From an optimization exercise on the open Yosys and OpenROAD flow, aimed at small area and a short achievable clock period; shortcuts taken in it are not production practice.
Only simulation tests tie the RTL to the original design; equivalence was not proved.
Power figures rest on the tool's default switching activity, not on a simulated workload.

### design/flow/config.mk
export PLATFORM = sky130hd
export DESIGN_NAME = tread_alu
export DESIGN_NICKNAME = tread_alu
export VERILOG_FILES = /design/flow/design.v
export SDC_FILE = /design/flow/constraint.sdc
export NUM_CORES = 8
export LEC_CHECK = 0
export CAP_MARGIN = 20
export CORE_MARGIN = 2
export CORE_UTILIZATION = 40
export SLEW_MARGIN = 20
### design/flow/constraint.sdc
create_clock -name core_clock -period 13.0 [get_ports {clk}]
set_input_delay 2.6000 -clock core_clock [delete_from_list [all_inputs] [get_ports {clk}]]
set_output_delay 2.6000 -clock core_clock [all_outputs]
set_load 0.01 [all_outputs]
### design/flow/design.v
module tread_alu (
    input  wire        clk,
    input  wire        rst,
    input  wire        in_valid,
    input  wire [4:0]  in_code,
    input  wire        in_to_flags,    
    input  wire [63:0] in_x,
    input  wire [63:0] in_y,
    output reg         out_valid,
    output wire [63:0] out_result,
    output wire [5:0]  flags
);
    localparam F_C  = 0;
    localparam F_V  = 1;
    localparam F_Z  = 2;
    localparam F_N  = 3;
    localparam F_DZ = 4;
    localparam F_VS = 5;
    integer i;
    wire [4:0]  c = in_code;
    wire [63:0] x = in_x;
    wire [63:0] y = in_y;
    wire op_add    = (c == 5'h00);
    wire op_adc    = (c == 5'h02);
    wire op_sbc    = (c == 5'h03);
    wire op_arith  = (c[4:2] == 3'b000);
    wire op_logic  = (c[4:2] == 3'b001);
    wire op_shift  = (c[4:2] == 3'b010);
    wire op_cmpeq  = (c == 5'h0C);
    wire op_cmplt  = (c == 5'h0D);
    wire op_cmpltu = (c == 5'h0E);
    wire op_min    = (c == 5'h0F);
    wire op_max    = (c == 5'h10);
    wire op_minu   = (c == 5'h11);
    wire op_maxu   = (c == 5'h12);
    wire op_popc   = (c == 5'h13);
    wire op_clz    = (c == 5'h14);
    wire op_ctz    = (c == 5'h15);
    wire op_brev   = (c == 5'h16);
    wire        sub = c[4] | c[3] | c[0] & ~(c[2] & ~c[1]);
    wire [63:0] b   = y ^ {64{sub}};
    wire        cin = op_add ? 1'b0 : op_adc ? flags[F_C] :
                      op_sbc ? ~flags[F_C] : 1'b1;
    wire [63:0] p   = x ^ b;
    wire [63:0] gen = x & b;
    wire g0c = gen[0] | p[0] & cin;
    wire pg0_1_g = gen[1] | p[1] & g0c;
    wire pg0_3_g = gen[3] | p[3] & gen[2];
    wire pg0_3_p = p[3] & p[2];
    wire pg0_5_g = gen[5] | p[5] & gen[4];
    wire pg0_5_p = p[5] & p[4];
    wire pg0_7_g = gen[7] | p[7] & gen[6];
    wire pg0_7_p = p[7] & p[6];
    wire pg0_9_g = gen[9] | p[9] & gen[8];
    wire pg0_9_p = p[9] & p[8];
    wire pg0_11_g = gen[11] | p[11] & gen[10];
    wire pg0_11_p = p[11] & p[10];
    wire pg0_13_g = gen[13] | p[13] & gen[12];
    wire pg0_13_p = p[13] & p[12];
    wire pg0_15_g = gen[15] | p[15] & gen[14];
    wire pg0_15_p = p[15] & p[14];
    wire pg0_17_g = gen[17] | p[17] & gen[16];
    wire pg0_17_p = p[17] & p[16];
    wire pg0_19_g = gen[19] | p[19] & gen[18];
    wire pg0_19_p = p[19] & p[18];
    wire pg0_21_g = gen[21] | p[21] & gen[20];
    wire pg0_21_p = p[21] & p[20];
    wire pg0_23_g = gen[23] | p[23] & gen[22];
    wire pg0_23_p = p[23] & p[22];
    wire pg0_25_g = gen[25] | p[25] & gen[24];
    wire pg0_25_p = p[25] & p[24];
    wire pg0_27_g = gen[27] | p[27] & gen[26];
    wire pg0_27_p = p[27] & p[26];
    wire pg0_29_g = gen[29] | p[29] & gen[28];
    wire pg0_29_p = p[29] & p[28];
    wire pg0_31_g = gen[31] | p[31] & gen[30];
    wire pg0_31_p = p[31] & p[30];
    wire pg0_33_g = gen[33] | p[33] & gen[32];
    wire pg0_33_p = p[33] & p[32];
    wire pg0_35_g = gen[35] | p[35] & gen[34];
    wire pg0_35_p = p[35] & p[34];
    wire pg0_37_g = gen[37] | p[37] & gen[36];
    wire pg0_37_p = p[37] & p[36];
    wire pg0_39_g = gen[39] | p[39] & gen[38];
    wire pg0_39_p = p[39] & p[38];
    wire pg0_41_g = gen[41] | p[41] & gen[40];
    wire pg0_41_p = p[41] & p[40];
    wire pg0_43_g = gen[43] | p[43] & gen[42];
    wire pg0_43_p = p[43] & p[42];
    wire pg0_45_g = gen[45] | p[45] & gen[44];
    wire pg0_45_p = p[45] & p[44];
    wire pg0_47_g = gen[47] | p[47] & gen[46];
    wire pg0_47_p = p[47] & p[46];
    wire pg0_49_g = gen[49] | p[49] & gen[48];
    wire pg0_49_p = p[49] & p[48];
    wire pg0_51_g = gen[51] | p[51] & gen[50];
    wire pg0_51_p = p[51] & p[50];
    wire pg0_53_g = gen[53] | p[53] & gen[52];
    wire pg0_53_p = p[53] & p[52];
    wire pg0_55_g = gen[55] | p[55] & gen[54];
    wire pg0_55_p = p[55] & p[54];
    wire pg0_57_g = gen[57] | p[57] & gen[56];
    wire pg0_57_p = p[57] & p[56];
    wire pg0_59_g = gen[59] | p[59] & gen[58];
    wire pg0_59_p = p[59] & p[58];
    wire pg0_61_g = gen[61] | p[61] & gen[60];
    wire pg0_61_p = p[61] & p[60];
    wire pg0_63_g = gen[63] | p[63] & gen[62];
    wire pg0_63_p = p[63] & p[62];
    wire pg1_2_g = gen[2] | p[2] & pg0_1_g;
    wire pg1_3_g = pg0_3_g | pg0_3_p & pg0_1_g;
    wire pg1_6_g = gen[6] | p[6] & pg0_5_g;
    wire pg1_6_p = p[6] & pg0_5_p;
    wire pg1_7_g = pg0_7_g | pg0_7_p & pg0_5_g;
    wire pg1_7_p = pg0_7_p & pg0_5_p;
    wire pg1_10_g = gen[10] | p[10] & pg0_9_g;
    wire pg1_10_p = p[10] & pg0_9_p;
    wire pg1_11_g = pg0_11_g | pg0_11_p & pg0_9_g;
    wire pg1_11_p = pg0_11_p & pg0_9_p;
    wire pg1_14_g = gen[14] | p[14] & pg0_13_g;
    wire pg1_14_p = p[14] & pg0_13_p;
    wire pg1_15_g = pg0_15_g | pg0_15_p & pg0_13_g;
    wire pg1_15_p = pg0_15_p & pg0_13_p;
    wire pg1_18_g = gen[18] | p[18] & pg0_17_g;
    wire pg1_18_p = p[18] & pg0_17_p;
    wire pg1_19_g = pg0_19_g | pg0_19_p & pg0_17_g;
    wire pg1_19_p = pg0_19_p & pg0_17_p;
    wire pg1_22_g = gen[22] | p[22] & pg0_21_g;
    wire pg1_22_p = p[22] & pg0_21_p;
    wire pg1_23_g = pg0_23_g | pg0_23_p & pg0_21_g;
    wire pg1_23_p = pg0_23_p & pg0_21_p;
    wire pg1_26_g = gen[26] | p[26] & pg0_25_g;
    wire pg1_26_p = p[26] & pg0_25_p;
    wire pg1_27_g = pg0_27_g | pg0_27_p & pg0_25_g;
    wire pg1_27_p = pg0_27_p & pg0_25_p;
    wire pg1_30_g = gen[30] | p[30] & pg0_29_g;
    wire pg1_30_p = p[30] & pg0_29_p;
    wire pg1_31_g = pg0_31_g | pg0_31_p & pg0_29_g;
    wire pg1_31_p = pg0_31_p & pg0_29_p;
    wire pg1_34_g = gen[34] | p[34] & pg0_33_g;
    wire pg1_34_p = p[34] & pg0_33_p;
    wire pg1_35_g = pg0_35_g | pg0_35_p & pg0_33_g;
    wire pg1_35_p = pg0_35_p & pg0_33_p;
    wire pg1_38_g = gen[38] | p[38] & pg0_37_g;
    wire pg1_38_p = p[38] & pg0_37_p;
    wire pg1_39_g = pg0_39_g | pg0_39_p & pg0_37_g;
    wire pg1_39_p = pg0_39_p & pg0_37_p;
    wire pg1_42_g = gen[42] | p[42] & pg0_41_g;
    wire pg1_42_p = p[42] & pg0_41_p;
    wire pg1_43_g = pg0_43_g | pg0_43_p & pg0_41_g;
    wire pg1_43_p = pg0_43_p & pg0_41_p;
    wire pg1_46_g = gen[46] | p[46] & pg0_45_g;
    wire pg1_46_p = p[46] & pg0_45_p;
    wire pg1_47_g = pg0_47_g | pg0_47_p & pg0_45_g;
    wire pg1_47_p = pg0_47_p & pg0_45_p;
    wire pg1_50_g = gen[50] | p[50] & pg0_49_g;
    wire pg1_50_p = p[50] & pg0_49_p;
    wire pg1_51_g = pg0_51_g | pg0_51_p & pg0_49_g;
    wire pg1_51_p = pg0_51_p & pg0_49_p;
    wire pg1_54_g = gen[54] | p[54] & pg0_53_g;
    wire pg1_54_p = p[54] & pg0_53_p;
    wire pg1_55_g = pg0_55_g | pg0_55_p & pg0_53_g;
    wire pg1_55_p = pg0_55_p & pg0_53_p;
    wire pg1_58_g = gen[58] | p[58] & pg0_57_g;
    wire pg1_58_p = p[58] & pg0_57_p;
    wire pg1_59_g = pg0_59_g | pg0_59_p & pg0_57_g;
    wire pg1_59_p = pg0_59_p & pg0_57_p;
    wire pg1_62_g = gen[62] | p[62] & pg0_61_g;
    wire pg1_62_p = p[62] & pg0_61_p;
    wire pg1_63_g = pg0_63_g | pg0_63_p & pg0_61_g;
    wire pg1_63_p = pg0_63_p & pg0_61_p;
    wire pg2_4_g = gen[4] | p[4] & pg1_3_g;
    wire pg2_5_g = pg0_5_g | pg0_5_p & pg1_3_g;
    wire pg2_6_g = pg1_6_g | pg1_6_p & pg1_3_g;
    wire pg2_7_g = pg1_7_g | pg1_7_p & pg1_3_g;
    wire pg2_12_g = gen[12] | p[12] & pg1_11_g;
    wire pg2_12_p = p[12] & pg1_11_p;
    wire pg2_13_g = pg0_13_g | pg0_13_p & pg1_11_g;
    wire pg2_13_p = pg0_13_p & pg1_11_p;
    wire pg2_14_g = pg1_14_g | pg1_14_p & pg1_11_g;
    wire pg2_14_p = pg1_14_p & pg1_11_p;
    wire pg2_15_g = pg1_15_g | pg1_15_p & pg1_11_g;
    wire pg2_15_p = pg1_15_p & pg1_11_p;
    wire pg2_20_g = gen[20] | p[20] & pg1_19_g;
    wire pg2_20_p = p[20] & pg1_19_p;
    wire pg2_21_g = pg0_21_g | pg0_21_p & pg1_19_g;
    wire pg2_21_p = pg0_21_p & pg1_19_p;
    wire pg2_22_g = pg1_22_g | pg1_22_p & pg1_19_g;
    wire pg2_22_p = pg1_22_p & pg1_19_p;
    wire pg2_23_g = pg1_23_g | pg1_23_p & pg1_19_g;
    wire pg2_23_p = pg1_23_p & pg1_19_p;
    wire pg2_28_g = gen[28] | p[28] & pg1_27_g;
    wire pg2_28_p = p[28] & pg1_27_p;
    wire pg2_29_g = pg0_29_g | pg0_29_p & pg1_27_g;
    wire pg2_29_p = pg0_29_p & pg1_27_p;
    wire pg2_30_g = pg1_30_g | pg1_30_p & pg1_27_g;
    wire pg2_30_p = pg1_30_p & pg1_27_p;
    wire pg2_31_g = pg1_31_g | pg1_31_p & pg1_27_g;
    wire pg2_31_p = pg1_31_p & pg1_27_p;
    wire pg2_36_g = gen[36] | p[36] & pg1_35_g;
    wire pg2_36_p = p[36] & pg1_35_p;
    wire pg2_37_g = pg0_37_g | pg0_37_p & pg1_35_g;
    wire pg2_37_p = pg0_37_p & pg1_35_p;
    wire pg2_38_g = pg1_38_g | pg1_38_p & pg1_35_g;
    wire pg2_38_p = pg1_38_p & pg1_35_p;
    wire pg2_39_g = pg1_39_g | pg1_39_p & pg1_35_g;
    wire pg2_39_p = pg1_39_p & pg1_35_p;
    wire pg2_44_g = gen[44] | p[44] & pg1_43_g;
    wire pg2_44_p = p[44] & pg1_43_p;
    wire pg2_45_g = pg0_45_g | pg0_45_p & pg1_43_g;
    wire pg2_45_p = pg0_45_p & pg1_43_p;
    wire pg2_46_g = pg1_46_g | pg1_46_p & pg1_43_g;
    wire pg2_46_p = pg1_46_p & pg1_43_p;
    wire pg2_47_g = pg1_47_g | pg1_47_p & pg1_43_g;
    wire pg2_47_p = pg1_47_p & pg1_43_p;
    wire pg2_52_g = gen[52] | p[52] & pg1_51_g;
    wire pg2_52_p = p[52] & pg1_51_p;
    wire pg2_53_g = pg0_53_g | pg0_53_p & pg1_51_g;
    wire pg2_53_p = pg0_53_p & pg1_51_p;
    wire pg2_54_g = pg1_54_g | pg1_54_p & pg1_51_g;
    wire pg2_54_p = pg1_54_p & pg1_51_p;
    wire pg2_55_g = pg1_55_g | pg1_55_p & pg1_51_g;
    wire pg2_55_p = pg1_55_p & pg1_51_p;
    wire pg2_60_g = gen[60] | p[60] & pg1_59_g;
    wire pg2_60_p = p[60] & pg1_59_p;
    wire pg2_61_g = pg0_61_g | pg0_61_p & pg1_59_g;
    wire pg2_61_p = pg0_61_p & pg1_59_p;
    wire pg2_62_g = pg1_62_g | pg1_62_p & pg1_59_g;
    wire pg2_62_p = pg1_62_p & pg1_59_p;
    wire pg2_63_g = pg1_63_g | pg1_63_p & pg1_59_g;
    wire pg2_63_p = pg1_63_p & pg1_59_p;
    wire pg3_8_g = gen[8] | p[8] & pg2_7_g;
    wire pg3_9_g = pg0_9_g | pg0_9_p & pg2_7_g;
    wire pg3_10_g = pg1_10_g | pg1_10_p & pg2_7_g;
    wire pg3_11_g = pg1_11_g | pg1_11_p & pg2_7_g;
    wire pg3_12_g = pg2_12_g | pg2_12_p & pg2_7_g;
    wire pg3_13_g = pg2_13_g | pg2_13_p & pg2_7_g;
    wire pg3_14_g = pg2_14_g | pg2_14_p & pg2_7_g;
    wire pg3_15_g = pg2_15_g | pg2_15_p & pg2_7_g;
    wire pg3_24_g = gen[24] | p[24] & pg2_23_g;
    wire pg3_24_p = p[24] & pg2_23_p;
    wire pg3_25_g = pg0_25_g | pg0_25_p & pg2_23_g;
    wire pg3_25_p = pg0_25_p & pg2_23_p;
    wire pg3_26_g = pg1_26_g | pg1_26_p & pg2_23_g;
    wire pg3_26_p = pg1_26_p & pg2_23_p;
    wire pg3_27_g = pg1_27_g | pg1_27_p & pg2_23_g;
    wire pg3_27_p = pg1_27_p & pg2_23_p;
    wire pg3_28_g = pg2_28_g | pg2_28_p & pg2_23_g;
    wire pg3_28_p = pg2_28_p & pg2_23_p;
    wire pg3_29_g = pg2_29_g | pg2_29_p & pg2_23_g;
    wire pg3_29_p = pg2_29_p & pg2_23_p;
    wire pg3_30_g = pg2_30_g | pg2_30_p & pg2_23_g;
    wire pg3_30_p = pg2_30_p & pg2_23_p;
    wire pg3_31_g = pg2_31_g | pg2_31_p & pg2_23_g;
    wire pg3_31_p = pg2_31_p & pg2_23_p;
    wire pg3_40_g = gen[40] | p[40] & pg2_39_g;
    wire pg3_40_p = p[40] & pg2_39_p;
    wire pg3_41_g = pg0_41_g | pg0_41_p & pg2_39_g;
    wire pg3_41_p = pg0_41_p & pg2_39_p;
    wire pg3_42_g = pg1_42_g | pg1_42_p & pg2_39_g;
    wire pg3_42_p = pg1_42_p & pg2_39_p;
    wire pg3_43_g = pg1_43_g | pg1_43_p & pg2_39_g;
    wire pg3_43_p = pg1_43_p & pg2_39_p;
    wire pg3_44_g = pg2_44_g | pg2_44_p & pg2_39_g;
    wire pg3_44_p = pg2_44_p & pg2_39_p;
    wire pg3_45_g = pg2_45_g | pg2_45_p & pg2_39_g;
    wire pg3_45_p = pg2_45_p & pg2_39_p;
    wire pg3_46_g = pg2_46_g | pg2_46_p & pg2_39_g;
    wire pg3_46_p = pg2_46_p & pg2_39_p;
    wire pg3_47_g = pg2_47_g | pg2_47_p & pg2_39_g;
    wire pg3_47_p = pg2_47_p & pg2_39_p;
    wire pg3_56_g = gen[56] | p[56] & pg2_55_g;
    wire pg3_56_p = p[56] & pg2_55_p;
    wire pg3_57_g = pg0_57_g | pg0_57_p & pg2_55_g;
    wire pg3_57_p = pg0_57_p & pg2_55_p;
    wire pg3_58_g = pg1_58_g | pg1_58_p & pg2_55_g;
    wire pg3_58_p = pg1_58_p & pg2_55_p;
    wire pg3_59_g = pg1_59_g | pg1_59_p & pg2_55_g;
    wire pg3_59_p = pg1_59_p & pg2_55_p;
    wire pg3_60_g = pg2_60_g | pg2_60_p & pg2_55_g;
    wire pg3_60_p = pg2_60_p & pg2_55_p;
    wire pg3_61_g = pg2_61_g | pg2_61_p & pg2_55_g;
    wire pg3_61_p = pg2_61_p & pg2_55_p;
    wire pg3_62_g = pg2_62_g | pg2_62_p & pg2_55_g;
    wire pg3_62_p = pg2_62_p & pg2_55_p;
    wire pg3_63_g = pg2_63_g | pg2_63_p & pg2_55_g;
    wire pg3_63_p = pg2_63_p & pg2_55_p;
    wire pg4_16_g = gen[16] | p[16] & pg3_15_g;
    wire pg4_17_g = pg0_17_g | pg0_17_p & pg3_15_g;
    wire pg4_18_g = pg1_18_g | pg1_18_p & pg3_15_g;
    wire pg4_19_g = pg1_19_g | pg1_19_p & pg3_15_g;
    wire pg4_20_g = pg2_20_g | pg2_20_p & pg3_15_g;
    wire pg4_21_g = pg2_21_g | pg2_21_p & pg3_15_g;
    wire pg4_22_g = pg2_22_g | pg2_22_p & pg3_15_g;
    wire pg4_23_g = pg2_23_g | pg2_23_p & pg3_15_g;
    wire pg4_24_g = pg3_24_g | pg3_24_p & pg3_15_g;
    wire pg4_25_g = pg3_25_g | pg3_25_p & pg3_15_g;
    wire pg4_26_g = pg3_26_g | pg3_26_p & pg3_15_g;
    wire pg4_27_g = pg3_27_g | pg3_27_p & pg3_15_g;
    wire pg4_28_g = pg3_28_g | pg3_28_p & pg3_15_g;
    wire pg4_29_g = pg3_29_g | pg3_29_p & pg3_15_g;
    wire pg4_30_g = pg3_30_g | pg3_30_p & pg3_15_g;
    wire pg4_31_g = pg3_31_g | pg3_31_p & pg3_15_g;
    wire pg4_48_g = gen[48] | p[48] & pg3_47_g;
    wire pg4_48_p = p[48] & pg3_47_p;
    wire pg4_49_g = pg0_49_g | pg0_49_p & pg3_47_g;
    wire pg4_49_p = pg0_49_p & pg3_47_p;
    wire pg4_50_g = pg1_50_g | pg1_50_p & pg3_47_g;
    wire pg4_50_p = pg1_50_p & pg3_47_p;
    wire pg4_51_g = pg1_51_g | pg1_51_p & pg3_47_g;
    wire pg4_51_p = pg1_51_p & pg3_47_p;
    wire pg4_52_g = pg2_52_g | pg2_52_p & pg3_47_g;
    wire pg4_52_p = pg2_52_p & pg3_47_p;
    wire pg4_53_g = pg2_53_g | pg2_53_p & pg3_47_g;
    wire pg4_53_p = pg2_53_p & pg3_47_p;
    wire pg4_54_g = pg2_54_g | pg2_54_p & pg3_47_g;
    wire pg4_54_p = pg2_54_p & pg3_47_p;
    wire pg4_55_g = pg2_55_g | pg2_55_p & pg3_47_g;
    wire pg4_55_p = pg2_55_p & pg3_47_p;
    wire pg4_56_g = pg3_56_g | pg3_56_p & pg3_47_g;
    wire pg4_56_p = pg3_56_p & pg3_47_p;
    wire pg4_57_g = pg3_57_g | pg3_57_p & pg3_47_g;
    wire pg4_57_p = pg3_57_p & pg3_47_p;
    wire pg4_58_g = pg3_58_g | pg3_58_p & pg3_47_g;
    wire pg4_58_p = pg3_58_p & pg3_47_p;
    wire pg4_59_g = pg3_59_g | pg3_59_p & pg3_47_g;
    wire pg4_59_p = pg3_59_p & pg3_47_p;
    wire pg4_60_g = pg3_60_g | pg3_60_p & pg3_47_g;
    wire pg4_60_p = pg3_60_p & pg3_47_p;
    wire pg4_61_g = pg3_61_g | pg3_61_p & pg3_47_g;
    wire pg4_61_p = pg3_61_p & pg3_47_p;
    wire pg4_62_g = pg3_62_g | pg3_62_p & pg3_47_g;
    wire pg4_62_p = pg3_62_p & pg3_47_p;
    wire pg4_63_g = pg3_63_g | pg3_63_p & pg3_47_g;
    wire pg4_63_p = pg3_63_p & pg3_47_p;
    wire pg5_32_g = gen[32] | p[32] & pg4_31_g;
    wire pg5_33_g = pg0_33_g | pg0_33_p & pg4_31_g;
    wire pg5_34_g = pg1_34_g | pg1_34_p & pg4_31_g;
    wire pg5_35_g = pg1_35_g | pg1_35_p & pg4_31_g;
    wire pg5_36_g = pg2_36_g | pg2_36_p & pg4_31_g;
    wire pg5_37_g = pg2_37_g | pg2_37_p & pg4_31_g;
    wire pg5_38_g = pg2_38_g | pg2_38_p & pg4_31_g;
    wire pg5_39_g = pg2_39_g | pg2_39_p & pg4_31_g;
    wire pg5_40_g = pg3_40_g | pg3_40_p & pg4_31_g;
    wire pg5_41_g = pg3_41_g | pg3_41_p & pg4_31_g;
    wire pg5_42_g = pg3_42_g | pg3_42_p & pg4_31_g;
    wire pg5_43_g = pg3_43_g | pg3_43_p & pg4_31_g;
    wire pg5_44_g = pg3_44_g | pg3_44_p & pg4_31_g;
    wire pg5_45_g = pg3_45_g | pg3_45_p & pg4_31_g;
    wire pg5_46_g = pg3_46_g | pg3_46_p & pg4_31_g;
    wire pg5_47_g = pg3_47_g | pg3_47_p & pg4_31_g;
    wire pg5_48_g = pg4_48_g | pg4_48_p & pg4_31_g;
    wire pg5_49_g = pg4_49_g | pg4_49_p & pg4_31_g;
    wire pg5_50_g = pg4_50_g | pg4_50_p & pg4_31_g;
    wire pg5_51_g = pg4_51_g | pg4_51_p & pg4_31_g;
    wire pg5_52_g = pg4_52_g | pg4_52_p & pg4_31_g;
    wire pg5_53_g = pg4_53_g | pg4_53_p & pg4_31_g;
    wire pg5_54_g = pg4_54_g | pg4_54_p & pg4_31_g;
    wire pg5_55_g = pg4_55_g | pg4_55_p & pg4_31_g;
    wire pg5_56_g = pg4_56_g | pg4_56_p & pg4_31_g;
    wire pg5_57_g = pg4_57_g | pg4_57_p & pg4_31_g;
    wire pg5_58_g = pg4_58_g | pg4_58_p & pg4_31_g;
    wire pg5_59_g = pg4_59_g | pg4_59_p & pg4_31_g;
    wire pg5_60_g = pg4_60_g | pg4_60_p & pg4_31_g;
    wire pg5_61_g = pg4_61_g | pg4_61_p & pg4_31_g;
    wire pg5_62_g = pg4_62_g | pg4_62_p & pg4_31_g;
    wire pg5_63_g = pg4_63_g | pg4_63_p & pg4_31_g;
    wire [63:0] carry = {pg5_62_g, pg5_61_g, pg5_60_g, pg5_59_g, pg5_58_g, pg5_57_g, pg5_56_g, pg5_55_g, pg5_54_g, pg5_53_g, pg5_52_g, pg5_51_g, pg5_50_g, pg5_49_g, pg5_48_g, pg5_47_g, pg5_46_g, pg5_45_g, pg5_44_g, pg5_43_g, pg5_42_g, pg5_41_g, pg5_40_g, pg5_39_g, pg5_38_g, pg5_37_g, pg5_36_g, pg5_35_g, pg5_34_g, pg5_33_g, pg5_32_g, pg4_31_g, pg4_30_g, pg4_29_g, pg4_28_g, pg4_27_g, pg4_26_g, pg4_25_g, pg4_24_g, pg4_23_g, pg4_22_g, pg4_21_g, pg4_20_g, pg4_19_g, pg4_18_g, pg4_17_g, pg4_16_g, pg3_15_g, pg3_14_g, pg3_13_g, pg3_12_g, pg3_11_g, pg3_10_g, pg3_9_g, pg3_8_g, pg2_7_g, pg2_6_g, pg2_5_g, pg2_4_g, pg1_3_g, pg1_2_g, pg0_1_g, g0c, cin};
    wire [63:0] sum = p ^ carry;
    wire        cout = pg5_63_g;
    wire        v_new = (x[63] == b[63]) & (sum[63] != x[63]);
    wire        eq    = &p;                              
    wire        lt_u  = ~cout;                           
    wire        lt_s  = (x[63] ^ y[63]) ? x[63] : lt_u;  
    wire        lt    = (op_minu | op_maxu) ? lt_u : lt_s;
    wire        cmp   = op_cmpeq & eq | op_cmplt & lt_s | op_cmpltu & lt_u;
    wire        sel_x = (op_min | op_minu) & lt | (op_max | op_maxu) & ~lt;
    wire        sel_y = (op_min | op_minu) & ~lt | (op_max | op_maxu) & lt;
    wire        sel_g = op_logic & ~c[1] | op_logic & c[0];   
    wire        sel_p = op_logic & (c[1:0] == 2'd1 || c[1:0] == 2'd2);  
    wire [5:0]  s      = y[5:0];
    wire        right  = c[0] ^ c[1];                   
    wire        is_rol = c[0] & c[1];
    wire [5:0]  r      = right ? (6'd0 - s) : s;
    wire [63:0] rot1 = r[0] ? {x[62:0],    x[63]}       : x;
    wire [63:0] rot2 = r[1] ? {rot1[61:0], rot1[63:62]} : rot1;
    wire [63:0] rot3 = r[2] ? {rot2[59:0], rot2[63:60]} : rot2;
    wire [63:0] rot4 = r[3] ? {rot3[55:0], rot3[63:56]} : rot3;
    wire [63:0] rot5 = r[4] ? {rot4[47:0], rot4[63:48]} : rot4;
    wire        fill = c[1] & ~c[0] & x[63];            
    wire [4:0]  u    = s[4:0];
    wire        uz   = (u == 5'd0);
    reg  [31:0] th;     
    reg  [63:0] keep;
    reg  [63:0] sres;
    always @(*) begin
        for (i = 0; i < 32; i = i + 1)
            th[i] = (i >= u);
        for (i = 0; i < 32; i = i + 1)
            keep[i] = is_rol | (right ? (uz ? ~s[5] : th[31 - i]) : th[i]);
        for (i = 32; i < 64; i = i + 1)
            keep[i] = is_rol | ~s[5] | (right & uz);
        for (i = 0; i < 64; i = i + 1)
            sres[i] = keep[i] ? rot5[i] : fill;
    end
    wire [63:0] nz0 = x;
    wire [31:0] nz1;
    wire [31:0] tz1, lz1;
    wire [15:0] nz2;
    wire [31:0] tz2, lz2;
    wire [7:0] nz3;
    wire [23:0] tz3, lz3;
    wire [3:0] nz4;
    wire [15:0] tz4, lz4;
    wire [1:0] nz5;
    wire [9:0] tz5, lz5;
    wire [0:0] nz6;
    wire [5:0] tz6, lz6;
    genvar g;
    generate
        for (g = 0; g < 32; g = g + 1) begin : cz1
            assign nz1[g] = x[2*g] | x[2*g+1];
            assign tz1[g] = ~x[2*g];
            assign lz1[g] = ~x[2*g+1];
        end
        for (g = 0; g < 16; g = g + 1) begin : cz2
            assign nz2[g] = nz1[2*g] | nz1[2*g+1];
            assign tz2[2*g +: 2] = nz1[2*g] ? {1'b0, tz1[1*(2*g) +: 1]}
                                         : {1'b1, tz1[1*(2*g+1) +: 1]};
            assign lz2[2*g +: 2] = nz1[2*g+1] ? {1'b0, lz1[1*(2*g+1) +: 1]}
                                           : {1'b1, lz1[1*(2*g) +: 1]};
        end
        for (g = 0; g < 8; g = g + 1) begin : cz3
            assign nz3[g] = nz2[2*g] | nz2[2*g+1];
            assign tz3[3*g +: 3] = nz2[2*g] ? {1'b0, tz2[2*(2*g) +: 2]}
                                         : {1'b1, tz2[2*(2*g+1) +: 2]};
            assign lz3[3*g +: 3] = nz2[2*g+1] ? {1'b0, lz2[2*(2*g+1) +: 2]}
                                           : {1'b1, lz2[2*(2*g) +: 2]};
        end
        for (g = 0; g < 4; g = g + 1) begin : cz4
            assign nz4[g] = nz3[2*g] | nz3[2*g+1];
            assign tz4[4*g +: 4] = nz3[2*g] ? {1'b0, tz3[3*(2*g) +: 3]}
                                         : {1'b1, tz3[3*(2*g+1) +: 3]};
            assign lz4[4*g +: 4] = nz3[2*g+1] ? {1'b0, lz3[3*(2*g+1) +: 3]}
                                           : {1'b1, lz3[3*(2*g) +: 3]};
        end
        for (g = 0; g < 2; g = g + 1) begin : cz5
            assign nz5[g] = nz4[2*g] | nz4[2*g+1];
            assign tz5[5*g +: 5] = nz4[2*g] ? {1'b0, tz4[4*(2*g) +: 4]}
                                         : {1'b1, tz4[4*(2*g+1) +: 4]};
            assign lz5[5*g +: 5] = nz4[2*g+1] ? {1'b0, lz4[4*(2*g+1) +: 4]}
                                           : {1'b1, lz4[4*(2*g) +: 4]};
        end
        for (g = 0; g < 1; g = g + 1) begin : cz6
            assign nz6[g] = nz5[2*g] | nz5[2*g+1];
            assign tz6[6*g +: 6] = nz5[2*g] ? {1'b0, tz5[5*(2*g) +: 5]}
                                         : {1'b1, tz5[5*(2*g+1) +: 5]};
            assign lz6[6*g +: 6] = nz5[2*g+1] ? {1'b0, lz5[5*(2*g+1) +: 5]}
                                           : {1'b1, lz5[5*(2*g) +: 5]};
        end
    endgenerate
    wire [6:0] ctz = {~nz6, tz6 & {6{nz6}}};
    wire [6:0] clz = {~nz6, lz6 & {6{nz6}}};
    wire pa_1;
    wire pa_10;
    wire pa_100;
    wire pa_101;
    wire pa_102;
    wire pa_103;
    wire pa_104;
    wire pa_11;
    wire pa_12;
    wire pa_13;
    wire pa_14;
    wire pa_15;
    wire pa_16;
    wire pa_17;
    wire pa_18;
    wire pa_19;
    wire pa_2;
    wire pa_20;
    wire pa_21;
    wire pa_22;
    wire pa_23;
    wire pa_24;
    wire pa_25;
    wire pa_26;
    wire pa_27;
    wire pa_28;
    wire pa_29;
    wire pa_3;
    wire pa_30;
    wire pa_31;
    wire pa_32;
    wire pa_33;
    wire pa_34;
    wire pa_35;
    wire pa_36;
    wire pa_37;
    wire pa_38;
    wire pa_39;
    wire pa_4;
    wire pa_40;
    wire pa_41;
    wire pa_42;
    wire pa_43;
    wire pa_44;
    wire pa_45;
    wire pa_46;
    wire pa_47;
    wire pa_48;
    wire pa_49;
    wire pa_5;
    wire pa_50;
    wire pa_51;
    wire pa_52;
    wire pa_53;
    wire pa_54;
    wire pa_55;
    wire pa_56;
    wire pa_57;
    wire pa_58;
    wire pa_59;
    wire pa_6;
    wire pa_60;
    wire pa_61;
    wire pa_62;
    wire pa_63;
    wire pa_64;
    wire pa_65;
    wire pa_66;
    wire pa_67;
    wire pa_68;
    wire pa_69;
    wire pa_7;
    wire pa_70;
    wire pa_71;
    wire pa_72;
    wire pa_73;
    wire pa_74;
    wire pa_75;
    wire pa_76;
    wire pa_77;
    wire pa_78;
    wire pa_79;
    wire pa_8;
    wire pa_80;
    wire pa_81;
    wire pa_82;
    wire pa_83;
    wire pa_84;
    wire pa_85;
    wire pa_86;
    wire pa_87;
    wire pa_88;
    wire pa_89;
    wire pa_9;
    wire pa_90;
    wire pa_91;
    wire pa_92;
    wire pa_93;
    wire pa_94;
    wire pa_95;
    wire pa_96;
    wire pa_97;
    wire pa_98;
    wire pa_99;
    assign pa_1 = x[0] ^ x[1] ^ x[2];
    assign pa_2 = (x[0] & x[1]) | (x[2] & (x[0] ^ x[1]));
    assign pa_3 = x[3] ^ x[4] ^ x[5];
    assign pa_4 = (x[3] & x[4]) | (x[5] & (x[3] ^ x[4]));
    assign pa_5 = x[6] ^ x[7] ^ x[8];
    assign pa_6 = (x[6] & x[7]) | (x[8] & (x[6] ^ x[7]));
    assign pa_7 = x[9] ^ x[10] ^ x[11];
    assign pa_8 = (x[9] & x[10]) | (x[11] & (x[9] ^ x[10]));
    assign pa_9 = x[12] ^ x[13] ^ x[14];
    assign pa_10 = (x[12] & x[13]) | (x[14] & (x[12] ^ x[13]));
    assign pa_11 = x[15] ^ x[16] ^ x[17];
    assign pa_12 = (x[15] & x[16]) | (x[17] & (x[15] ^ x[16]));
    assign pa_13 = x[18] ^ x[19] ^ x[20];
    assign pa_14 = (x[18] & x[19]) | (x[20] & (x[18] ^ x[19]));
    assign pa_15 = x[21] ^ x[22] ^ x[23];
    assign pa_16 = (x[21] & x[22]) | (x[23] & (x[21] ^ x[22]));
    assign pa_17 = x[24] ^ x[25] ^ x[26];
    assign pa_18 = (x[24] & x[25]) | (x[26] & (x[24] ^ x[25]));
    assign pa_19 = x[27] ^ x[28] ^ x[29];
    assign pa_20 = (x[27] & x[28]) | (x[29] & (x[27] ^ x[28]));
    assign pa_21 = x[30] ^ x[31] ^ x[32];
    assign pa_22 = (x[30] & x[31]) | (x[32] & (x[30] ^ x[31]));
    assign pa_23 = x[33] ^ x[34] ^ x[35];
    assign pa_24 = (x[33] & x[34]) | (x[35] & (x[33] ^ x[34]));
    assign pa_25 = x[36] ^ x[37] ^ x[38];
    assign pa_26 = (x[36] & x[37]) | (x[38] & (x[36] ^ x[37]));
    assign pa_27 = x[39] ^ x[40] ^ x[41];
    assign pa_28 = (x[39] & x[40]) | (x[41] & (x[39] ^ x[40]));
    assign pa_29 = x[42] ^ x[43] ^ x[44];
    assign pa_30 = (x[42] & x[43]) | (x[44] & (x[42] ^ x[43]));
    assign pa_31 = x[45] ^ x[46] ^ x[47];
    assign pa_32 = (x[45] & x[46]) | (x[47] & (x[45] ^ x[46]));
    assign pa_33 = x[48] ^ x[49] ^ x[50];
    assign pa_34 = (x[48] & x[49]) | (x[50] & (x[48] ^ x[49]));
    assign pa_35 = x[51] ^ x[52] ^ x[53];
    assign pa_36 = (x[51] & x[52]) | (x[53] & (x[51] ^ x[52]));
    assign pa_37 = x[54] ^ x[55] ^ x[56];
    assign pa_38 = (x[54] & x[55]) | (x[56] & (x[54] ^ x[55]));
    assign pa_39 = x[57] ^ x[58] ^ x[59];
    assign pa_40 = (x[57] & x[58]) | (x[59] & (x[57] ^ x[58]));
    assign pa_41 = x[60] ^ x[61] ^ x[62];
    assign pa_42 = (x[60] & x[61]) | (x[62] & (x[60] ^ x[61]));
    assign pa_43 = pa_1 ^ pa_3 ^ pa_5;
    assign pa_44 = (pa_1 & pa_3) | (pa_5 & (pa_1 ^ pa_3));
    assign pa_45 = pa_7 ^ pa_9 ^ pa_11;
    assign pa_46 = (pa_7 & pa_9) | (pa_11 & (pa_7 ^ pa_9));
    assign pa_47 = pa_13 ^ pa_15 ^ pa_17;
    assign pa_48 = (pa_13 & pa_15) | (pa_17 & (pa_13 ^ pa_15));
    assign pa_49 = pa_19 ^ pa_21 ^ pa_23;
    assign pa_50 = (pa_19 & pa_21) | (pa_23 & (pa_19 ^ pa_21));
    assign pa_51 = pa_25 ^ pa_27 ^ pa_29;
    assign pa_52 = (pa_25 & pa_27) | (pa_29 & (pa_25 ^ pa_27));
    assign pa_53 = pa_31 ^ pa_33 ^ pa_35;
    assign pa_54 = (pa_31 & pa_33) | (pa_35 & (pa_31 ^ pa_33));
    assign pa_55 = pa_37 ^ pa_39 ^ pa_41;
    assign pa_56 = (pa_37 & pa_39) | (pa_41 & (pa_37 ^ pa_39));
    assign pa_57 = pa_2 ^ pa_4 ^ pa_6;
    assign pa_58 = (pa_2 & pa_4) | (pa_6 & (pa_2 ^ pa_4));
    assign pa_59 = pa_8 ^ pa_10 ^ pa_12;
    assign pa_60 = (pa_8 & pa_10) | (pa_12 & (pa_8 ^ pa_10));
    assign pa_61 = pa_14 ^ pa_16 ^ pa_18;
    assign pa_62 = (pa_14 & pa_16) | (pa_18 & (pa_14 ^ pa_16));
    assign pa_63 = pa_20 ^ pa_22 ^ pa_24;
    assign pa_64 = (pa_20 & pa_22) | (pa_24 & (pa_20 ^ pa_22));
    assign pa_65 = pa_26 ^ pa_28 ^ pa_30;
    assign pa_66 = (pa_26 & pa_28) | (pa_30 & (pa_26 ^ pa_28));
    assign pa_67 = pa_32 ^ pa_34 ^ pa_36;
    assign pa_68 = (pa_32 & pa_34) | (pa_36 & (pa_32 ^ pa_34));
    assign pa_69 = pa_38 ^ pa_40 ^ pa_42;
    assign pa_70 = (pa_38 & pa_40) | (pa_42 & (pa_38 ^ pa_40));
    assign pa_71 = pa_43 ^ pa_45 ^ pa_47;
    assign pa_72 = (pa_43 & pa_45) | (pa_47 & (pa_43 ^ pa_45));
    assign pa_73 = pa_49 ^ pa_51 ^ pa_53;
    assign pa_74 = (pa_49 & pa_51) | (pa_53 & (pa_49 ^ pa_51));
    assign pa_75 = pa_55 ^ x[63];
    assign pa_76 = pa_55 & x[63];
    assign pa_77 = pa_44 ^ pa_46 ^ pa_48;
    assign pa_78 = (pa_44 & pa_46) | (pa_48 & (pa_44 ^ pa_46));
    assign pa_79 = pa_50 ^ pa_52 ^ pa_54;
    assign pa_80 = (pa_50 & pa_52) | (pa_54 & (pa_50 ^ pa_52));
    assign pa_81 = pa_56 ^ pa_57 ^ pa_59;
    assign pa_82 = (pa_56 & pa_57) | (pa_59 & (pa_56 ^ pa_57));
    assign pa_83 = pa_61 ^ pa_63 ^ pa_65;
    assign pa_84 = (pa_61 & pa_63) | (pa_65 & (pa_61 ^ pa_63));
    assign pa_85 = pa_67 ^ pa_69;
    assign pa_86 = pa_67 & pa_69;
    assign pa_87 = pa_58 ^ pa_60 ^ pa_62;
    assign pa_88 = (pa_58 & pa_60) | (pa_62 & (pa_58 ^ pa_60));
    assign pa_89 = pa_64 ^ pa_66 ^ pa_68;
    assign pa_90 = (pa_64 & pa_66) | (pa_68 & (pa_64 ^ pa_66));
    assign pa_91 = pa_71 ^ pa_73 ^ pa_75;
    assign pa_92 = (pa_71 & pa_73) | (pa_75 & (pa_71 ^ pa_73));
    assign pa_93 = pa_72 ^ pa_74 ^ pa_76;
    assign pa_94 = (pa_72 & pa_74) | (pa_76 & (pa_72 ^ pa_74));
    assign pa_95 = pa_77 ^ pa_79 ^ pa_81;
    assign pa_96 = (pa_77 & pa_79) | (pa_81 & (pa_77 ^ pa_79));
    assign pa_97 = pa_83 ^ pa_85;
    assign pa_98 = pa_83 & pa_85;
    assign pa_99 = pa_78 ^ pa_80 ^ pa_82;
    assign pa_100 = (pa_78 & pa_80) | (pa_82 & (pa_78 ^ pa_80));
    assign pa_101 = pa_84 ^ pa_86 ^ pa_87;
    assign pa_102 = (pa_84 & pa_86) | (pa_87 & (pa_84 ^ pa_86));
    assign pa_103 = pa_89 ^ pa_70;
    assign pa_104 = pa_89 & pa_70;
    wire [15:0] pc_cut = {pa_90, pa_88, pa_104, pa_102, pa_100, pa_103, pa_101, pa_99, pa_98, pa_96, pa_94, pa_97, pa_95, pa_93, pa_92, pa_91};
    reg [63:0] brev;
    always @(*) begin
        for (i = 0; i < 64; i = i + 1)
            brev[i] = x[63 - i];
    end
    wire [63:0] mid_d = {64{op_arith}} & sum
                      | {64{sel_g}} & gen
                      | {64{sel_p}} & p
                      | {64{op_shift}} & sres
                      | {64{sel_x}} & x
                      | {64{sel_y}} & y
                      | {64{op_brev}} & brev
                      | {48'd0, {16{op_popc}} & pc_cut}
                      | {57'd0, {7{op_clz}} & clz | {7{op_ctz}} & ctz}
                      | {63'd0, cmp};
    reg [63:0] mid;
    reg        m_arith, m_chain, m_logic, m_popc, m_swap, m_tf, m_v;
    reg        m_cw, m_cv;   
    reg [5:0]  fl;       
    always @(posedge clk) begin
        mid     <= mid_d;
        m_arith <= op_arith;
        m_chain <= c[1];             
        m_logic <= op_logic;
        m_popc  <= op_popc;
        m_swap  <= op_shift & r[5];
        m_tf    <= in_to_flags;
        m_cw    <= in_to_flags | op_arith;
        m_cv    <= in_to_flags ? (op_shift & r[5] ? mid_d[32] : mid_d[0])
                               : cout ^ sub;
        m_v     <= v_new;
        if (rst) begin
            out_valid <= 1'b0;
            fl        <= 6'd0;
        end else begin
            out_valid <= in_valid;
            fl        <= flags;
        end
    end
    wire pb_1;
    wire pb_10;
    wire pb_11;
    wire pb_12;
    wire pb_13;
    wire pb_14;
    wire pb_15;
    wire pb_16;
    wire pb_17;
    wire pb_18;
    wire pb_2;
    wire pb_3;
    wire pb_4;
    wire pb_5;
    wire pb_6;
    wire pb_7;
    wire pb_8;
    wire pb_9;
    assign pb_1 = mid[1] ^ mid[2] ^ mid[3];
    assign pb_2 = (mid[1] & mid[2]) | (mid[3] & (mid[1] ^ mid[2]));
    assign pb_3 = mid[5] ^ mid[6] ^ mid[7];
    assign pb_4 = (mid[5] & mid[6]) | (mid[7] & (mid[5] ^ mid[6]));
    assign pb_5 = mid[8] ^ mid[9] ^ mid[10];
    assign pb_6 = (mid[8] & mid[9]) | (mid[10] & (mid[8] ^ mid[9]));
    assign pb_7 = mid[11] ^ mid[12] ^ mid[13];
    assign pb_8 = (mid[11] & mid[12]) | (mid[13] & (mid[11] ^ mid[12]));
    assign pb_9 = mid[14] ^ mid[15];
    assign pb_10 = mid[14] & mid[15];
    assign pb_11 = pb_2 ^ pb_3 ^ pb_5;
    assign pb_12 = (pb_2 & pb_3) | (pb_5 & (pb_2 ^ pb_3));
    assign pb_13 = pb_4 ^ pb_6 ^ pb_7;
    assign pb_14 = (pb_4 & pb_6) | (pb_7 & (pb_4 ^ pb_6));
    assign pb_15 = pb_12 ^ pb_13 ^ pb_9;
    assign pb_16 = (pb_12 & pb_13) | (pb_9 & (pb_12 ^ pb_13));
    assign pb_17 = pb_14 ^ pb_8 ^ pb_10;
    assign pb_18 = (pb_14 & pb_8) | (pb_10 & (pb_14 ^ pb_8));
    wire [6:0] pc_a = {1'b0, pb_18, pb_16, pb_15, pb_11, pb_1, mid[0]};
    wire [6:0] pc_b = {1'b0, 1'b0, pb_17, 1'b0, 1'b0, mid[4], 1'b0};
    wire [6:0] pc = pc_a + pc_b;
    assign out_result = m_swap ? {mid[31:0], mid[63:32]} :
                        m_popc ? {57'd0, pc} : mid;
    wire mid_zero = ~|mid;
    reg [5:0] f_new;
    always @(*) begin
        f_new = fl;
        if (m_tf) begin
            f_new = out_result[5:0];
        end else if (m_arith) begin
            f_new[F_V]  = m_v;
            f_new[F_VS] = fl[F_VS] | m_v;
            f_new[F_Z]  = mid_zero & (~m_chain | fl[F_Z]);
            f_new[F_N]  = mid[63];
        end else if (m_logic) begin
            f_new[F_Z]  = mid_zero;
            f_new[F_N]  = mid[63];
        end
    end
    wire c_out = (out_valid & m_cw) ? m_cv : fl[F_C];
    assign flags = {out_valid ? {f_new[5:1]} : fl[5:1], c_out};
endmodule
### design/flow/flow/run.sh
#!/bin/bash
# The standard layout (the standard.sh, unchanged synthesis), with timing
# repair aiming for 6 ns more setup slack than the clock period needs, so
# that the resizer also works on the longest paths. The clock period and the
# constraints stay the design's.
set -euo pipefail
bash standard.sh SETUP_SLACK_MARGIN=6 finish > standard.log 2>&1
### design/flow/standard.sh
#!/bin/bash
# synth_recipe.tcl (not shown) runs the flow's synth.tcl, then flattens the netlist and writes it again
# the make line also repeats each setting of config.mk as NAME=value (left out here)
make -C /OpenROAD-flow-scripts/flow DESIGN_CONFIG=/design/flow/config.mk WORK_HOME=/design/flow/orfs CLKGATE_MAP_FILE= SYNTH_SCRIPT=/design/flow/synth_recipe.tcl "${@:-finish}"
==> impl_metrics.json <==
{
  "outcome": "timing/DRC/antenna clean",
  "cts-buffers-inserted": 9,
  "synthTopCellsByCount": "nand2_1 (255), a21oi_1 (144), clkbuf_1 (133), mux2i_1 (130), o21ai_0 (124)",
  "fmaxAchievable_mhz": 144,
  "drive_above_1_share_pct": 12.6,
  "syn-num-nets": 2429,
  "r2r-end": "mid[5]",
  "cpPeakStageDelay_ns": 0.53,
  "cts.sinks": 80,
  "ys.warnings.count": 1,
  "cts_root_buf": "clkbuf_16",
  "p_clk_share_pct": 13.4,
  "vias": 19900,
  "layoutNonFillerInstCount": 2819,
  "gr-total-overflow": 0,
  "combPwrFrac_pct": 69.2,
  "drt_first_pass_iters": 22,
  "synth_area_um2": 16700,
  "tightest_slew_ns": 1.12,
  "placed_cells": 2767,
  "arrival_ns": 7.19,
  "cp.depth": 20,
  "area_delta_synth_final_pct": 21.4,
  "initial_core_util_pct": 40.7,
  "synth.most_common_cell": "nand2_1",
  "pwr_density_cell_nw_per_um2": 104,
  "final.setup.tns_ns": 0,
  "r2r_cells": 18,
  "yosys.area.top_type": "dfxtp_1",
  "synth_edf_count": 0,
  "ioPinCount": 208,
  "cp-start-kind": "primary input",
  "slew_headroom_pct": 24.5,
  "cp_top_family": "compound AO/OA/AOI/OAI gates",
  "worstPathCellList": "dlygate4sd2_1 > inv_2 > a21oi_2 > nor3_4 > buf_12 > buf_16 > xnor2_1 > ha_2 > a21oi_2 > o21ai_1 > a221o_1 > a2111o_1 > a31oi_4 > o31ai_4 > a22oi_2 > buf_4 > mux2i_4 > buf_12 > buf_16 > a221o_1",
  "finalCritPeriodShare_pct": 53.4,
  "crit_start": "in_code[0]",
  "via_per_inst": 7.04,
  "fin_skew_ns": 0.0125,
  "multi_input_area_um2": 14200,
  "max-cap-violations": 0,
  "cts_buffer_depth": 2,
  "ant_nets": 0,
  "dp_hpwl_um": 68300,
  "antenna_found_initial": 3,
  "wl_per_cell_um": 32.7,
  "async_flop_share_pct": 0,
  "grt_pass1_vias": 18600,
  "crit_path_end": "mid[5]",
  "rrSetupSlack_ns": 8.23,
  "core_um2": 41000,
  "clk_pin_slew_worst_paths_ns": 0.07,
  "grt_start_max_net_pins": 78,
  "drc": 0,
  "synth_top_flop_cell": "dfxtp_1",
  "clk_latency_ns": 0.37,
  "hp-class": "reg -> reg",
  "drtIter0Drc": 3396,
  "intPower_uw": 1040,
  "power_switching_uw": 1060,
  "crit_type": "in -> reg",
  "ff_latch_area_um2": 1610,
  "grt.total_usage_pct": 41.0,
  "finalWirelength_um": 92300,
  "hold_viol_final": 0,
  "p_sw_share_pct": 50.6,
  "die_w_um": 208,
  "cp.buffers_inverters": 7,
  "rows": 74,
  "seq_area_frac_synth_pct": 9.58,
  "die_area_um2": 43400,
  "gp_congestion": 1.11,
  "post-route-min-period_ns": 6.94,
  "fillers": 4023,
  "worstPathRequired_ns": 13.25,
  "htreeDepth": 3,
  "setup_viol": 0,
  "syn_area_per_cell_um2": 7.82,
  "cp_max_fo": 21,
  "grt_pass1_wl_um": 130000,
  "die_h_um": 208,
  "p_leak_uw": 0.00820,
  "io_buffers": 207,
  "synthTopCellsByArea": "dfxtp_1 (9.6%), mux4_2 (8.8%), mux2i_1 (7.8%), fa_1 (7.5%), ha_1 (7.0%)",
  "synth_seq_cells": 80,
  "cts_tree": "done",
  "grt_setup_unrepaired": "yes",
  "r2r_start": "out_valid",
  "p_seq_share_pct": 17.4,
  "vdd_drop_max_mv": 0.0660,
  "nets": 2571,
  "synth.top_cell.area_share_pct": 9.58,
  "endpoint_kind": "flop",
  "slew_viol_final": 0,
  "critPathSlowestCell": "a2111o_1",
  "synth_cell_types": 81,
  "synthesis.instances": 2136
}
final cells by class:
| cell class | instances | area share [%] |
|---|---|---|
| antenna | 4 | 0.0493 |
| tap | 532 | 3.28 |
| clock inverter | 7 | 0.395 |
| clock buffer | 9 | 1.11 |
| sequential | 80 | 7.92 |
| timing repair buffer | 313 | 15.1 |
| multi-input combinational | 1761 | 70.0 |
| inverter | 113 | 2.09 |
power groups by stage:
stage | Combinational [uW] | Clock [uW] | Sequential [uW]
floorplan | 840 | 0 | 319
CTS | 1380 | 282 | 360
global placement | 1340 | 0 | 367
global route | 1530 | 289 | 366
finish | 1450 | 281 | 367
detailed placement | 1360 | 0 | 366
cell usage in the layout, fill, tap and decap left out, types with 28 or more instances in the layout:
cell type	instances
a211oi_1	34
a21oi_1	140
a221o_1	29
a222oi_1	28
a22o_1	59
a22oi_1	45
a31oi_1	35
buf_4	87
clkdlybuf4s50_1	187
dfxtp_1	76
fa_1	58
ha_1	88
inv_1	110
mux2i_1	128
mux4_2	65
nand2_1	253
nand3_1	59
nor2_1	95
nor3_1	28
o211ai_1	31
o21ai_0	122
xnor2_1	77
cell families (layout without fill, tap and decap cells):
kind of cell	count (synthesis)	in the layout	synth area share, %
multiplexers	203	204	17.1
flip-flops	80	80	9.58
buffers and inverters	297	442	7.09
adder cells (fa/ha/maj)	156	156	14.5
AND/OR/NAND/NOR	586	586	16.3
XOR/XNOR	93	94	4.92
AO/OA/AOI/OAI	721	721	30.5
other	0	4	0
repair_timing:
item	CTS	global route
setup buffers	21	6
resized for setup	65	50
pin swaps	8	13
gates cloned	5	0
hold buffers	0	0
endpoints found under the setup margin	67	67
through the flow:
step                worst slack [ns]  power, uW  util, %  hold slack [ns]  instance area [um2]
floorplan                       6.04       1160        -            0.483                16700
global placement                3.71       1710     47.2            0.527                19400
global route                    5.95       2180     49.4            0.613                20300
detailed placement              3.57       1720     47.2            0.558                19400
finish                          6.06       2100     49.5            0.561                20300
CTS                             6.00       2030     49.1            0.571                20100
per-layer routing:
| metal | share of wire (%) | GRT usage, % |
|---|---|---|
| met5 | 0.028 | 0 |
| met4 | 8.4 | 28.2 |
| met3 | 14 | 12.7 |
| met2 | 41 | 59.7 |
| met1 | 37 | 51.9 |
worst reg2reg max path, cell delays in order, from the launching register on:
cell     delay (ns)
dfxtp_1        0.52
nand2_1        0.12
mux2i_1        0.29
mux2_2         0.37
o21ai_0        0.24
fa_2           0.31
fa_2           0.25
nand3_1        0.15
a21oi_2        0.27
o21ai_2        0.13
a21oi_2        0.24
nor2_4         0.10
o31ai_4        0.33
a22oi_2        0.15
buf_4          0.20
mux2i_4        0.21
buf_12         0.22
buf_16         0.17
a221o_1        0.39
state kept, by name, indices dropped and copies added, names as in the netlist:
name	flops
m_tf	1
m_cw	1
out_valid	1
m_logic	1
m_v	1
m_cv	1
m_chain	1
m_arith	1
m_swap	1
mid	64
m_popc	1
fl	6
worst min path at each step:
stage                     cells after the start  endpoint  slack, ns  startpoint
after floorplan                               2     fl[0]       0.48        m_cv
after global placement                        2     fl[0]       0.53       fl[0]
after detailed placement                      2     fl[5]       0.56       fl[5]
after CTS                                     2     fl[5]       0.57       fl[5]
after global routing                          2     fl[5]       0.61       fl[5]
final                                         2     fl[5]       0.56       fl[5]

[separate check: timing with driven ports]
The flow's constraints put no driver on any port. The routed layout listed below was extracted and timed again, unchanged, in two steps. Step 1: set_driving_cell puts a clkbuf_16 on clk and a buf_2 on each other input, an assumption about the parent block. Step 2 also shifts input and output timing later by t, the mid clock arrival at the registers, as if the neighbouring blocks saw the same clock. Three values: ideal ports, drivers, drivers and shift; two values: the first two.
shift t [ns]: 0.402
setup slack, ns: 6.058 / 6.078 / 5.675
pins driven straight from the clock port: 1
After both steps this run still meets setup and hold. For this run, drivers alone change the setup slack by +0.020 ns; drivers and shift together by -0.383 ns.
